From an optimization exercise on the open Yosys and OpenROAD flow, aimed at small area and a short achievable clock period; shortcuts taken in it are not production practice.
Only simulation tests tie the RTL to the original design; equivalence was not proved.

==> flow/flow/run.sh <==
#!/bin/bash
# The standard layout (standard.sh, the standard flow's own ORFS flow and synthesis),
# with two changes: the port buffers are buf_2 cells, and timing repair aims
# for 5.8 ns of setup slack. The ORFS tools write their full logs under
# orfs/logs/; make's own output goes to flow_make.log in this folder.
set -euo pipefail
bash standard.sh "BUFFER_PORTS_ARGS=-buffer_cell sky130_fd_sc_hd__buf_2" SETUP_SLACK_MARGIN=5.8 finish > flow_make.log 2>&1
==> flow/standard.sh <==
#!/bin/bash
# synth_recipe.tcl (not shown) runs the flow's synth.tcl, then flattens the netlist and writes it again
# the make line also repeats each setting of config.mk as NAME=value (left out here)
make -C /OpenROAD-flow-scripts/flow DESIGN_CONFIG=/design/flow/config.mk WORK_HOME=/design/flow/orfs CLKGATE_MAP_FILE= SYNTH_SCRIPT=/design/flow/synth_recipe.tcl "${@:-finish}"
==> flow/config.mk <==
export PLATFORM = sky130hd
export DESIGN_NAME = mole_lane_rx
export DESIGN_NICKNAME = mole_lane_rx
export VERILOG_FILES = /design/flow/design.v
export SDC_FILE = /design/flow/constraint.sdc
export NUM_CORES = 4
export LEC_CHECK = 0
export CAP_MARGIN = 20
export CORE_MARGIN = 2
export CORE_UTILIZATION = 60
export CTS_CLUSTER_DIAMETER = 140
export CTS_CLUSTER_SIZE = 27
export PLACE_DENSITY = 0.85
export SLEW_MARGIN = 20
==> flow/constraint.sdc <==
create_clock -name core_clock -period 9.0 [get_ports {clk}]
set_input_delay 1.8000 -clock core_clock [delete_from_list [all_inputs] [get_ports {clk}]]
set_output_delay 1.8000 -clock core_clock [all_outputs]
set_load 0.01 [all_outputs]
==> flow/design.v <==
module mole_lane_rx (
    input  wire        clk,
    input  wire        rst,
    input  wire        in_valid,
    input  wire [1:0]  in_hdr,
    input  wire [63:0] in_data,
    output reg         out_valid,
    output reg  [1:0]  out_hdr,
    output reg  [63:0] out_data,
    output reg         sig_valid,
    output wire [7:0]  sig_code,
    output wire [39:0] sig_arg,
    output reg         frm_valid,
    output reg         frm_good,
    output reg  [1:0]  frm_class,
    output reg  [15:0] frm_seq,
    output reg  [6:0]  frm_dest,
    output reg  [6:0]  frm_words,
    output reg         aln_valid,
    output reg  [3:0]  aln_lane,
    output reg  [1:0]  aln_port,
    output reg  [15:0] aln_seq,
    output reg  [4:0]  aln_bip_errs,
    output reg  [15:0] cnt_block_err,
    output reg  [15:0] cnt_signal_bad,
    output reg  [15:0] cnt_crc_err,
    output reg  [15:0] cnt_bip_err,
    output reg         frozen,
    output reg         lane_drop
);
    localparam [7:0] T_IDLE  = 8'h1E;
    localparam [7:0] T_SIG   = 8'h2D;
    localparam [7:0] T_LINK  = 8'h33;
    localparam [7:0] T_ALIGN = 8'h4B;
    localparam [7:0] T_TRAIN = 8'h55;
    localparam [7:0] T_FSTA  = 8'h78;
    localparam [7:0] T_FEND  = 8'h87;
    localparam [31:0] FSTA_SEED = 32'hF0958FA1;
    reg  [57:0] hist;
    wire [121:0] ext = {in_data, hist};
    reg  [63:0] desc;
    integer k;
    always @(*) begin
        for (k = 0; k < 64; k = k + 1)
            desc[k] = ext[58 + k] ^ ext[58 + k - 39] ^ ext[k];
    end
    wire is_data  = (in_hdr == 2'b01);
    wire is_ctrl  = (in_hdr == 2'b10);
    wire hdr_bad  = !is_data && !is_ctrl;
    wire is_raw   = is_ctrl && (in_data[7:0] == T_ALIGN || in_data[7:0] == T_TRAIN);
    wire is_align = is_ctrl && (in_data[7:0] == T_ALIGN);
    wire [63:0] payload = is_raw ? in_data : desc;
    wire [7:0]  ctype   = desc[7:0];
    wire is_sctrl = is_ctrl && !is_raw;
    wire type_known = ctype == T_IDLE || ctype == T_SIG || ctype == T_LINK ||
                      ctype == T_FSTA || ctype == T_FEND;
    wire c_idle = is_sctrl && ctype == T_IDLE;
    wire c_sig  = is_sctrl && ctype == T_SIG;
    wire c_fsta = is_sctrl && ctype == T_FSTA;
    wire c_fend = is_sctrl && ctype == T_FEND;
    wire blk_err = hdr_bad || (is_sctrl && !type_known);
    reg  [15:0] bip;
    wire [15:0] bip_blk  = in_data[15:0] ^ in_data[31:16] ^ in_data[47:32] ^
                           in_data[63:48] ^ {14'b0, in_hdr};
    wire [15:0] bip_diff = bip ^ in_data[47:32];
    reg  [2:0]  bip_grp [0:3];
    reg  [2:0]  s1_bgrp [0:3];
    integer g;
    always @(*) begin
        for (g = 0; g < 4; g = g + 1)
            bip_grp[g] = {2'b0, bip_diff[4*g]} + {2'b0, bip_diff[4*g+1]} +
                         {2'b0, bip_diff[4*g+2]} + {2'b0, bip_diff[4*g+3]};
    end
    wire [3:0]  bip_p01 = s1_bgrp[0] + s1_bgrp[1];
    wire [3:0]  bip_p23 = s1_bgrp[2] + s1_bgrp[3];
    wire [4:0]  bip_pop = bip_p01 + bip_p23;
    reg s1_data, s1_idle, s1_sig, s1_fsta, s1_fend, s1_err;
    reg         in_frame;
    reg  [31:0] fcrc;
    reg  [6:0]  fcount;       
    reg  [47:0] last_msg;     
    reg  [2:0]  sig_dist;     
    reg         s2_sig_bad;   
    reg  [4:0]  bip_h1, bip_h2, bip_h3;
    reg  [11:0] win_blocks;
    reg  [11:0] win_idles;
    reg         s1_wend;      
    assign sig_code = last_msg[7:0];
    assign sig_arg  = last_msg[47:8];
    reg         s1_align;
    wire [63:0] p1 = out_data;
    wire fend_close = s1_fend && in_frame;
    wire in_frame_nx = s1_fsta ? 1'b1 : (s1_fend ? 1'b0 : in_frame);
    wire [7:0]  sig_syn;
    mole_lane_rx_crc8 u_crc8 (.p1(p1), .sig_syn(sig_syn));
    wire        sig_crc_ok = (sig_syn == 8'd0);
    wire        sig_dup    = (sig_dist <= 3'd4) && (p1[55:8] == last_msg);
    wire        sig_good   = s1_sig && sig_crc_ok;
    wire        sig_take   = sig_good && !sig_dup;
    wire [31:0] crc_in    = fcrc;
    wire [31:0] crc_next;
    mole_lane_rx_crc32 u_crc32 (.crc_in(crc_in), .p1(p1), .crc_next(crc_next));
    wire        fend_good = (~fcrc == p1[39:8]) && (fcount == frm_words) &&
                            (frm_words != 7'd0) && (frm_words <= 7'd64);
    wire [6:0]  bip_sum4 = aln_bip_errs + bip_h1 + bip_h2 + bip_h3;
    wire [12:0] idles_now = win_idles + {11'b0, s1_idle};
    wire        s1_valid = out_valid;
    always @(posedge clk) begin
        out_hdr      <= in_hdr;
        out_data     <= payload;
        s1_bgrp[0]   <= bip_grp[0];
        s1_bgrp[1]   <= bip_grp[1];
        s1_bgrp[2]   <= bip_grp[2];
        s1_bgrp[3]   <= bip_grp[3];
        aln_lane     <= out_data[11:8];
        aln_port     <= out_data[13:12];
        aln_seq      <= out_data[31:16];
        frm_good <= fend_close && fend_good;
        if (s1_fsta) begin
            frm_class <= p1[9:8];
            frm_seq   <= p1[31:16];
            frm_words <= p1[38:32];
            frm_dest  <= p1[46:40];
        end
        if (in_valid && c_fsta)
            fcrc <= FSTA_SEED;
        else if (s1_fsta || s1_data)
            fcrc <= crc_next;
        if (s1_fsta)
            fcount <= 7'd0;
        else if (s1_data && !(fcount[6] && fcount[0]))
            fcount <= fcount + 7'd1;
        if (sig_good)
            last_msg <= p1[55:8];
        if (rst) begin
            hist          <= 58'b0;
            bip           <= 16'b0;
            s1_align      <= 1'b0;
            out_valid     <= 1'b0;
            aln_valid     <= 1'b0;
            s1_data       <= 1'b0;
            s1_idle       <= 1'b0;
            s1_sig        <= 1'b0;
            s1_fsta       <= 1'b0;
            s1_fend       <= 1'b0;
            s1_err        <= 1'b0;
            sig_valid     <= 1'b0;
            frm_valid     <= 1'b0;
            cnt_block_err <= 16'b0;
            cnt_signal_bad<= 16'b0;
            cnt_crc_err   <= 16'b0;
            cnt_bip_err   <= 16'b0;
            frozen        <= 1'b0;
            lane_drop     <= 1'b0;
            aln_bip_errs  <= 5'b0;
            sig_dist      <= 3'd7;
            s2_sig_bad    <= 1'b0;
            in_frame      <= 1'b0;
            bip_h1        <= 5'b0;
            bip_h2        <= 5'b0;
            bip_h3        <= 5'b0;
            win_blocks    <= 12'b0;
            win_idles     <= 12'b0;
            s1_wend       <= 1'b0;
        end else begin
            out_valid <= in_valid;
            s1_align  <= in_valid && is_align;
            aln_valid <= s1_align;
            s1_data   <= in_valid && is_data;
            s1_idle   <= in_valid && c_idle;
            s1_sig    <= in_valid && c_sig;
            s1_fsta   <= in_valid && c_fsta;
            s1_fend   <= in_valid && c_fend;
            s1_err    <= in_valid && blk_err;
            s1_wend   <= in_valid && (win_blocks == 12'd4095);
            if (in_valid) begin
                win_blocks <= win_blocks + 12'd1;
                if (!is_raw)
                    hist <= in_data[63:6];
                if (is_align)
                    bip <= 16'b0;
                else
                    bip <= bip ^ bip_blk;
            end
            frm_valid <= (in_valid && c_fsta && in_frame_nx) || fend_close;
            in_frame <= in_frame_nx;
            if (frm_valid && !frm_good)
                cnt_crc_err <= cnt_crc_err + 16'd1;
            if (s1_err)
                cnt_block_err <= cnt_block_err + 16'd1;
            sig_valid <= sig_take;
            if (sig_take)
                sig_dist <= 3'd1;
            else if (s1_valid && sig_dist != 3'd7)
                sig_dist <= sig_dist + 3'd1;
            s2_sig_bad <= s1_sig && !sig_crc_ok;
            if (s2_sig_bad)
                cnt_signal_bad <= cnt_signal_bad + 16'd1;
            aln_bip_errs <= s1_align ? bip_pop : 5'd0;
            cnt_bip_err  <= cnt_bip_err + {11'b0, aln_bip_errs};
            if (bip_sum4 >= 7'd16)
                lane_drop <= 1'b1;
            if (aln_valid) begin
                bip_h3 <= bip_h2;
                bip_h2 <= bip_h1;
                bip_h1 <= aln_bip_errs;
            end
            if (s1_wend) begin
                if (idles_now > 13'd3686)
                    frozen <= 1'b1;
                else if (idles_now <= 13'd2048)
                    frozen <= 1'b0;
                win_idles <= 12'd0;
            end else begin
                win_idles <= idles_now[11:0];
            end
        end
    end
endmodule
module mole_lane_rx_crc32 (
    input  wire [31:0] crc_in,
    input  wire [63:0] p1,
    output wire [31:0] crc_next
);
    wire [31:0] crc_t = crc_in ^ p1[31:0];
    wire crcx0 = crc_t[13] ^ crc_t[3];
    wire crcx1 = p1[32] ^ crc_t[11];
    wire crcx2 = p1[39] ^ crc_t[19];
    wire crcx3 = crc_t[16] ^ crc_t[6];
    wire crcx4 = crc_t[4] ^ crc_t[9];
    wire crcx5 = p1[35] ^ crc_t[12];
    wire crcx6 = p1[36] ^ p1[54];
    wire crcx7 = p1[34] ^ crc_t[5];
    wire crcx8 = p1[37] ^ crc_t[8];
    wire crcx9 = p1[55] ^ crc_t[30];
    wire crcx10 = p1[56] ^ crc_t[10];
    wire crcx11 = p1[46] ^ crc_t[7];
    wire crcx12 = crcx0 ^ p1[47];
    wire crcx13 = crc_t[1] ^ crc_t[14];
    wire crcx14 = crc_t[15] ^ crc_t[2];
    wire crcx15 = p1[38] ^ crc_t[18];
    wire crcx16 = p1[61] ^ crc_t[31];
    wire crcx17 = crcx2 ^ p1[51];
    wire crcx18 = crcx1 ^ p1[45];
    wire crcx19 = p1[50] ^ p1[57];
    wire crcx20 = p1[42] ^ p1[58];
    wire crcx21 = p1[43] ^ p1[59];
    wire crcx22 = p1[44] ^ p1[60];
    wire crcx23 = p1[40] ^ crc_t[20];
    wire crcx24 = p1[41] ^ crc_t[21];
    wire crcx25 = p1[52] ^ crc_t[25];
    wire crcx26 = p1[53] ^ crc_t[26];
    wire crcx27 = p1[63] ^ crc_t[17];
    wire crcx28 = crcx4 ^ p1[48];
    wire crcx29 = p1[49] ^ p1[62];
    wire crcx30 = crc_t[0] ^ crc_t[23];
    wire crcx31 = crc_t[24] ^ crc_t[27];
    wire crcx32 = crcx6 ^ crc_t[29];
    wire crcx33 = crcx3 ^ p1[33];
    wire crcx34 = crcx14 ^ crcx7;
    wire crcx35 = crcx20 ^ crc_t[22];
    wire crcx36 = crc_t[12] ^ crc_t[28];
    wire crcx37 = crcx29 ^ crc_t[5];
    wire crcx38 = crcx24 ^ crcx5;
    wire crcx39 = crcx8 ^ crc_t[22];
    wire crcx40 = crcx16 ^ crcx31;
    wire crcx41 = crcx27 ^ p1[62];
    wire crcx42 = crcx28 ^ crcx9;
    wire crcx43 = p1[33] ^ crc_t[11];
    wire crcx44 = crcx21 ^ crc_t[24];
    wire crcx45 = crcx11 ^ crcx13;
    wire crcx46 = crcx10 ^ crcx22;
    wire crcx47 = p1[36] ^ p1[39];
    wire crcx48 = p1[40] ^ p1[42];
    wire crcx49 = p1[56] ^ p1[60];
    wire crcx50 = p1[41] ^ p1[43];
    wire crcx51 = p1[57] ^ p1[61];
    wire crcx52 = p1[35] ^ p1[57];
    wire crcx53 = p1[47] ^ p1[63];
    wire crcx54 = p1[50] ^ p1[58];
    wire crcx55 = p1[51] ^ p1[59];
    wire crcx56 = crcx6 ^ crc_t[27];
    wire crcx57 = crcx47 ^ crc_t[31];
    wire crcx58 = p1[37] ^ crc_t[17];
    wire crcx59 = p1[49] ^ crc_t[4];
    wire crcx60 = p1[55] ^ crc_t[7];
    wire crcx61 = crc_t[18] ^ crc_t[28];
    wire crcx62 = crcx19 ^ crc_t[0];
    wire crcx63 = crc_t[13] ^ crc_t[2];
    wire crcx64 = p1[45] ^ crc_t[8];
    wire crcx65 = crcx19 ^ crc_t[25];
    wire crcx66 = p1[34] ^ crc_t[16];
    wire crcx67 = p1[54] ^ crc_t[29];
    wire crcx68 = crc_t[13] ^ crc_t[15];
    wire crcx69 = crcx13 ^ p1[38];
    wire crcx70 = crcx23 ^ crcx61;
    wire crcx71 = crcx0 ^ crcx15;
    wire crcx72 = crcx30 ^ crcx4;
    wire crcx73 = crcx35 ^ crcx63;
    wire crcx74 = crcx5 ^ crcx9;
    wire crcx75 = crcx8 ^ crc_t[21];
    wire crcx76 = crcx25 ^ crc_t[22];
    wire crcx77 = crcx15 ^ crcx37;
    wire crcx78 = crcx12 ^ crcx17;
    wire crcx79 = p1[32] ^ p1[44];
    wire crcx80 = p1[34] ^ p1[37];
    wire crcx81 = p1[39] ^ p1[48];
    wire crcx82 = crc_t[10] ^ crc_t[17];
    wire crcx83 = crcx51 ^ crc_t[20];
    wire crcx84 = p1[33] ^ crc_t[6];
    wire crcx85 = crcx20 ^ p1[44];
    wire crcx86 = crcx22 ^ p1[63];
    wire crcx87 = crc_t[25] ^ crc_t[3];
    wire crcx88 = crcx22 ^ p1[48];
    wire crcx89 = p1[41] ^ crc_t[26];
    wire crcx90 = crcx29 ^ p1[56];
    wire crcx91 = p1[43] ^ crc_t[28];
    wire crcx92 = crcx53 ^ crc_t[26];
    wire crcx93 = crcx54 ^ crc_t[2];
    wire crcx94 = p1[39] ^ crc_t[10];
    wire crcx95 = crcx55 ^ p1[46];
    wire crcx96 = crcx50 ^ crc_t[14];
    wire crcx97 = crcx81 ^ crc_t[24];
    wire crcx98 = p1[58] ^ crc_t[15];
    wire crcx99 = p1[60] ^ crc_t[6];
    wire crcx100 = crcx21 ^ crc_t[12];
    wire crcx101 = crcx19 ^ crc_t[8];
    wire crcx102 = crc_t[1] ^ crc_t[9];
    wire crcx103 = crc_t[14] ^ crc_t[21];
    wire crcx104 = crc_t[28] ^ crc_t[30];
    wire crcx105 = crcx1 ^ p1[35];
    wire crcx106 = crcx2 ^ p1[34];
    wire crcx107 = crcx23 ^ crcx82;
    wire crcx108 = crcx10 ^ crcx43;
    wire crcx109 = crcx58 ^ crcx59;
    wire crcx110 = crcx3 ^ crcx32;
    wire crcx111 = crcx7 ^ crc_t[1];
    wire crcx112 = crcx30 ^ crcx44;
    wire crcx113 = crcx3 ^ p1[53];
    wire crcx114 = crcx11 ^ crcx26;
    wire crcx115 = crcx24 ^ crc_t[23];
    wire crcx116 = crcx36 ^ crcx80;
    wire crcx117 = crcx25 ^ crcx66;
    wire crcx118 = crcx16 ^ crcx26;
    wire crcx119 = crcx67 ^ crc_t[16];
    wire crcx120 = crcx15 ^ crcx27;
    wire crcx121 = crcx35 ^ crcx60;
    wire crcx122 = crcx34 ^ crcx57;
    wire crcx123 = crcx38 ^ crcx70;
    wire crcx124 = crcx110 ^ crcx39;
    wire crcx125 = crcx72 ^ crcx73;
    wire crcx126 = crcx113 ^ crcx18;
    wire crcx127 = crcx18 ^ crcx34;
    wire crcx128 = crcx114 ^ crcx40;
    wire crcx129 = crcx12 ^ crcx14;
    wire crcx130 = crcx12 ^ crcx75;
    wire crcx131 = crcx28 ^ crcx41;
    wire crcx132 = crcx18 ^ crcx33;
    wire crcx133 = crcx17 ^ crcx33;
    wire crcx134 = crcx12 ^ crcx38;
    assign crc_next[0] = ^{crcx105, crcx106, crcx107, crcx33, crcx42, crcx56, crcx69, p1[52], p1[58], crc_t[3]};
    assign crc_next[1] = ^{crcx108, crcx109, crcx122, crcx123, crcx60, p1[53], p1[59], crc_t[0]};
    assign crc_next[2] = ^{crcx1, crcx111, crcx124, crcx38, crcx48, crcx49, crcx62, crcx71, crc_t[19]};
    assign crc_next[3] = ^{crcx125, crcx17, crcx50, crcx58, crcx69, crcx74, crcx83, crcx84, p1[36], crc_t[7]};
    assign crc_next[4] = ^{crcx10, crcx112, crcx122, crcx13, crcx23, crcx71, crcx75, crcx85, p1[52], p1[62], crc_t[7]};
    assign crc_next[5] = ^{crcx126, crcx14, crcx2, crcx24, crcx39, crcx4, crcx44, crcx52, crcx69, crcx86, crcx87, p1[40]};
    assign crc_next[6] = ^{crcx127, crcx45, crcx74, crcx76, crcx88, crcx89, p1[42], p1[61], crc_t[19], crc_t[23], crc_t[27], crc_t[6]};
    assign crc_next[7] = ^{crcx128, crcx129, crcx30, crcx33, crcx5, crcx64, crcx90, crcx91, p1[36], p1[42], crc_t[20]};
    assign crc_next[8] = ^{crcx130, crcx131, crcx31, crcx32, crcx45, crcx65, crcx66, crcx79, crcx91};
    assign crc_next[9] = ^{crcx124, crcx127, crcx17, crcx25, crcx70, crcx92, p1[44], p1[49], crc_t[1], crc_t[27], crc_t[3]};
    assign crc_next[10] = ^{crcx115, crcx116, crcx18, crcx26, crcx32, crcx45, crcx93, crcx94};
    assign crc_next[11] = ^{crcx129, crcx31, crcx39, crcx43, crcx48, crcx67, crcx74, crcx95, p1[38]};
    assign crc_next[12] = ^{crcx117, crcx12, crcx36, crcx42, crcx49, crcx57, crcx96, p1[38], crc_t[23]};
    assign crc_next[13] = ^{crcx10, crcx109, crcx118, crcx48, crcx52, crcx68, crcx79, crcx97, crc_t[14], crc_t[29], crc_t[5]};
    assign crc_next[14] = ^{crcx132, crcx56, crcx65, crcx77, crcx96, crcx98, p1[40], crc_t[30]};
    assign crc_next[15] = ^{crcx11, crcx116, crcx133, crcx27, crcx85, crcx89, p1[50], p1[55], p1[59], crc_t[15], crc_t[31]};
    assign crc_next[16] = ^{crcx108, crcx13, crcx20, crcx21, crcx32, crcx42, crcx64, crcx78, crcx99, crc_t[18], crc_t[7]};
    assign crc_next[17] = ^{crcx100, crcx11, crcx16, crcx23, crcx34, crcx42, crcx46, crcx8, p1[49], p1[52], p1[57], crc_t[0], crc_t[11], crc_t[14], crc_t[19]};
    assign crc_next[18] = ^{crcx101, crcx102, crcx126, crcx134, crcx16, crcx37, crcx46, crcx98, p1[38], crc_t[20]};
    assign crc_next[19] = ^{crcx103, crcx11, crcx131, crcx132, crcx55, crcx6, crcx62, crcx73, crcx94, p1[61], crc_t[12]};
    assign crc_next[20] = ^{crcx11, crcx17, crcx21, crcx28, crcx3, crcx39, crcx5, crcx53, crcx56, crcx68, crcx77, p1[32], p1[60], crc_t[20], crc_t[23], crc_t[30]};
    assign crc_next[21] = ^{crcx104, crcx105, crcx111, crcx130, crcx30, crcx40, crcx54, crcx59, crcx86, p1[54], crc_t[7]};
    assign crc_next[22] = ^{crcx107, crcx119, crcx17, crcx36, crcx40, crcx64, crcx7, crcx76, crcx93, p1[59], p1[62], crc_t[11], crc_t[3], crc_t[30]};
    assign crc_next[23] = ^{crcx0, crcx1, crcx123, crcx25, crcx26, crcx41, crcx72, crcx9, crcx95, crcx99, crc_t[29], crc_t[31]};
    assign crc_next[24] = ^{crcx118, crcx120, crcx121, crcx134, crcx23, crcx3, crcx49, crcx7, crcx97, crc_t[11], crc_t[29], crc_t[9]};
    assign crc_next[25] = ^{crcx100, crcx102, crcx115, crcx117, crcx121, crcx43, crcx71, crcx83, crcx90, crc_t[8]};
    assign crc_next[26] = ^{crcx101, crcx103, crcx106, crcx125, crcx26, crcx41, crcx44, crcx46, crcx5};
    assign crc_next[27] = ^{crcx112, crcx120, crcx133, crcx51, crcx68, crcx7, crcx76, crcx88, crcx9, p1[32], p1[45], crc_t[4]};
    assign crc_next[28] = ^{crcx128, crcx18, crcx42, crcx46, crcx6, crcx77, crcx87, crc_t[23]};
    assign crc_next[29] = ^{crcx10, crcx18, crcx2, crcx36, crcx37, crcx40, crcx65, crcx8, crcx84, crcx92, p1[46], p1[54], p1[55], crc_t[4]};
    assign crc_next[30] = ^{crcx10, crcx104, crcx25, crcx32, crcx41, crcx45, crcx5, crcx62, crcx78, crc_t[16], crc_t[26], crc_t[4], crc_t[5]};
    assign crc_next[31] = ^{crcx119, crcx15, crcx26, crcx34, crcx52, crcx78, crcx8, p1[32], p1[33], p1[63], crc_t[0], crc_t[10], crc_t[31], crc_t[9]};
endmodule
module mole_lane_rx_crc8 (
    input  wire [63:0] p1,
    output wire [7:0]  sig_syn
);
    wire sigx0 = p1[11] ^ p1[18];
    wire sigx1 = p1[13] ^ p1[30];
    wire sigx2 = p1[23] ^ p1[44];
    wire sigx3 = p1[28] ^ p1[32];
    wire sigx4 = p1[12] ^ p1[29];
    wire sigx5 = p1[14] ^ p1[33];
    wire sigx6 = p1[34] ^ p1[45];
    wire sigx7 = p1[46] ^ sigx1;
    wire sigx8 = p1[37] ^ p1[54];
    wire sigx9 = p1[20] ^ p1[47];
    wire sigx10 = p1[10] ^ p1[15];
    wire sigx11 = p1[39] ^ sigx0;
    wire sigx12 = p1[40] ^ sigx2;
    wire sigx13 = sigx3 ^ sigx8;
    wire sigx14 = p1[24] ^ sigx5;
    wire sigx15 = sigx4 ^ sigx6;
    wire sigx16 = p1[19] ^ sigx7;
    wire sigx17 = p1[31] ^ p1[35];
    wire sigx18 = p1[55] ^ p1[8];
    wire sigx19 = p1[16] ^ p1[36];
    wire sigx20 = p1[38] ^ p1[48];
    wire sigx21 = p1[41] ^ p1[49];
    wire sigx22 = p1[17] ^ p1[21];
    wire sigx23 = p1[25] ^ p1[50];
    wire sigx24 = p1[47] ^ p1[54];
    wire sigx25 = p1[15] ^ p1[22];
    wire sigx26 = p1[26] ^ p1[51];
    wire sigx27 = p1[27] ^ p1[52];
    wire sigx28 = p1[42] ^ p1[9];
    wire sigx29 = p1[43] ^ p1[53];
    wire sigx30 = sigx19 ^ sigx9;
    wire sigx31 = sigx10 ^ sigx24;
    wire sigx32 = sigx11 ^ sigx13;
    wire sigx33 = sigx12 ^ sigx17;
    wire sigx34 = sigx16 ^ sigx33;
    assign sig_syn[0] = ^{p1[34], p1[48], p1[56], sigx18, sigx32, sigx34};
    assign sig_syn[1] = ^{p1[57], p1[9], sigx14, sigx15, sigx2, sigx20, sigx21, sigx30, sigx32, sigx7};
    assign sig_syn[2] = ^{p1[28], p1[42], p1[45], p1[49], p1[58], sigx0, sigx12, sigx14, sigx20, sigx22, sigx23, sigx31, sigx4};
    assign sig_syn[3] = ^{p1[32], p1[43], p1[59], sigx11, sigx15, sigx16, sigx18, sigx21, sigx23, sigx25, sigx26};
    assign sig_syn[4] = ^{p1[12], p1[50], p1[60], sigx14, sigx26, sigx27, sigx28, sigx34, sigx9};
    assign sig_syn[5] = ^{p1[13], p1[14], p1[21], p1[25], p1[31], p1[41], p1[51], p1[61], p1[8], sigx10, sigx27, sigx29, sigx3, sigx30, sigx6};
    assign sig_syn[6] = ^{p1[11], p1[16], p1[26], p1[29], p1[35], p1[44], p1[46], p1[52], p1[53], p1[62], sigx13, sigx22, sigx25, sigx28, sigx5};
    assign sig_syn[7] = ^{p1[17], p1[18], p1[22], p1[23], p1[27], p1[30], p1[33], p1[36], p1[38], p1[55], p1[63], sigx15, sigx29, sigx31};
endmodule
==> flow_summary.ini <==
[outcome]
outcome = timing/DRC/antenna clean

[synth]
yosys.area_share.simple = 0.118
ys_types = 62
synth.area.top_cells = dfxtp_1 (29%), xnor2_1 (20%), edfxtp_1 (10%)
synth-edff-count = 80
synthArstFlopShare = 0
syn_area_sq_um = 23300
synth_adder_area_share = 0.0368
synth-main-ff-cell = dfxtp_1
synth_compound_area_frac = 0.0359
synth_common_cells = xnor2_1 (544), dfxtp_1 (341), xor2_1 (269), nand2_1 (260), nor2_1 (164)
yosysTopAreaCell = dfxtp_1
synth_top_area_share = 0.293
synth_most_common_cell = xnor2_1
ys_warn_count = 3
muxShareOfSynthArea = 0.0124
synth-xor-area-share = 0.371
synthesis.instances = 2314
ys_seq_elements = 421
ys_seq_area_frac = 0.396
avgSynthCellArea_sq_um = 10.1
synth_nets = 2439
synth_top_family_by_area = XOR/XNOR gates

[job]
maxCapViolCount = 0

[sta]
fin_setup_tns_ns = 0
relSlewSlack = 0.340
holdWs_ns = 0.476
setup_viol = 0
final.period_utilization = 0.355
worst_slack_ns = 5.80
fin_crit_ns = 3.20
hold_viol_final = 0
worst_pin_slew_ns = 0.983
fin_skew_ns = 0.0413
drv_slew = 0
max_freq_mhz = 313
rsz0062_at_grt = true

[clocking]
cts-hold-fix-buffers = 0
clk_pin_slew_ns = 0.10
cts_root_buf = clkbuf_16
clk_latency_ns = 0.55
clockBufferDepth = 3
htree_levels = 1
cts_made_buffers = 19
cts_sinks = 421
cts_tree = done

[floorplanning]
initial_core_util = 0.606
die_area_sq_um = 40500
rows = 72
fp.coreArea_sq_um = 38500
ios = 313
die_w_microns = 201
die_y_microns = 201

[drt]
drt_iter0_drc = 1991
drc = 0
ant_nets = 0
routed_wl_mm = 75.9
vias_per_cell = 5.82
wl_per_cell_microns = 24.6
num_vias = 17900
dr.pass1.iters = 6

[critical_path]
worstSetupEndpointType = output pin
start_kind = flop
reg2reg_depth = 9
path_cells = buf_2
r2r-end = last_msg[44]
crit_arrival_ns = 1.40
rr_startpoint = out_data[34]
worst-path-buf-inv = 1
worstSetupPathType = flop to output pin
cp.required_ns = 7.20
critPathSlowestCell = dfxtp_2
path_delay_family = flip-flops
worst-path-max-fanout = 6
max_stage_delay_ns = 0.63
rrSetupSlack_ns = 5.82

[hold_path]
hp-class = flop to flop
hold_end = hist[12]
hold_depth = 2
worstHoldStart = hist[12]

[cells_and_area]
fin_util = 0.678
nets = 2680
drive_gt1_frac = 0.182
final_cells = 3085
n_fill_cell = 2967
antenna_cells = 0
fin_area_sq_um = 26100
synthToLayoutAreaGrowth_pct = 11.8

[global_route]
track_usage = 0.364
grt_pass1_wl_mm = 110
first_global_vias = 17500
antenna_found_initial = 1
grt_max_degree = 82
gr-total-overflow = 0

[placement]
placed_cell_area_sq_um = 25200
dpl_worst_slack_ns = 4.62
gp_congestion = 1.01
post-dp-hpwl_mm = 56.3
port_buffers = 312
dp.cells = 3044
cells in the final DEF, fill, tap and decap left out, types with 4 or more instances in the layout:
master,instances
a21oi_1,86
and2_1,7
and3_1,22
buf_2,311
buf_4,23
clkbuf_1,12
clkbuf_16,19
dfxtp_1,297
dfxtp_2,37
dfxtp_4,7
edfxtp_1,80
fa_1,21
ha_1,35
inv_1,36
mux2i_1,28
nand2_1,252
nand2_2,7
nand3_1,31
nand4_1,28
nor2_1,161
nor2b_1,12
nor3_1,36
nor4_1,15
o211ai_1,8
o21ai_0,22
o22ai_1,4
or2_2,6
or3_1,14
xnor2_1,538
xnor2_2,16
xnor3_1,43
xor2_1,266
xor2_2,8
xor3_1,6
state kept, by name, summed over array words and instances (netlist names), 7 cells and up:
register / cells
frm_dest: 7
out_data: 64
frm_words: 7
fcount: 7
fcrc: 32
cnt_signal_bad: 16
last_msg: 48
cnt_crc_err: 16
frm_seq: 16
aln_seq: 16
hist: 58
s1_bgrp: 12
cnt_bip_err: 16
win_blocks: 12
cnt_block_err: 16
win_idles: 12
bip: 16
what timing repair did:
action / 4_1_cts / 5_1_grt
resized for setup: 61 / 16
setup buffers: 1 / 1
setup endpoints to repair: 186 / 120
gates cloned: 4 / 2
pin swaps: 4 / 0
cell type report:
| type | instances | area [sq um] | area share |
|---|---|---|---|
| multi-input cells | 1740 | 13700 | 0.524 |
| flip-flops and latches | 421 | 9300 | 0.357 |
| repair buffers | 337 | 1780 | 0.0681 |
| well taps | 518 | 648 | 0.0249 |
| clock buffers | 31 | 520 | 0.0200 |
| inverters | 36 | 135 | 0.00518 |
| clock inverters | 2 | 20.0 | 0.000768 |
metal layers:
layer,vias up,global-route usage,wire (microns)
met5,-,0,0
met4,0,0.206,5250
met3,282,0.0603,7450
met2,1099,0.597,35000
met1,8636,0.460,28200
li1,7923,-,-
logic make-up (layout without fill, tap and decap cells):
logic type | after synthesis | count (layout)
fa+ha+maj | 56 | 56
compound gates | 147 | 147
simple gates | 617 | 623
flops | 421 | 421
mux | 29 | 29
buf+inv | 159 | 406
xor+xnor | 885 | 885
worst max path at each step:
stage / start / endpoint / slack (ns) / cells after the start
final: out_data[62] / out_data[62] / 5.80 / 1
after global routing: in_data[4] / hist[15] / 5.77 / 7
after CTS: out_data[34] / fcrc[4] / 5.80 / 9
after detailed placement: in_data[1] / hist[19] / 4.62 / 7
after global placement: in_data[4] / hist[4] / 4.77 / 7
after floorplan: in_data[5] / frm_valid / 5.60 / 9

[static timing again, ports no longer ideal]
In the flow no input, the clock included, has a driving cell. The finished layout below was timed again as built, in two steps. Step 1 assumes that a clkbuf_16 drives the clock port and a buf_2 every other input. Step 2 also shifts input and output timing later by t, the mid clock arrival at the registers, as if the neighbouring blocks saw the same clock. Slacks: ideal / step 1 / step 2; pairs: ideal / step 1.
shift t [ns]: 0.587
slack for setup (ns): 5.801 / 5.745 / 5.270
worst setup path at the end: input to register
After both steps setup and hold are still met in this run. The setup slack of this run moves by -0.056 ns with the drivers and by -0.531 ns with both steps.
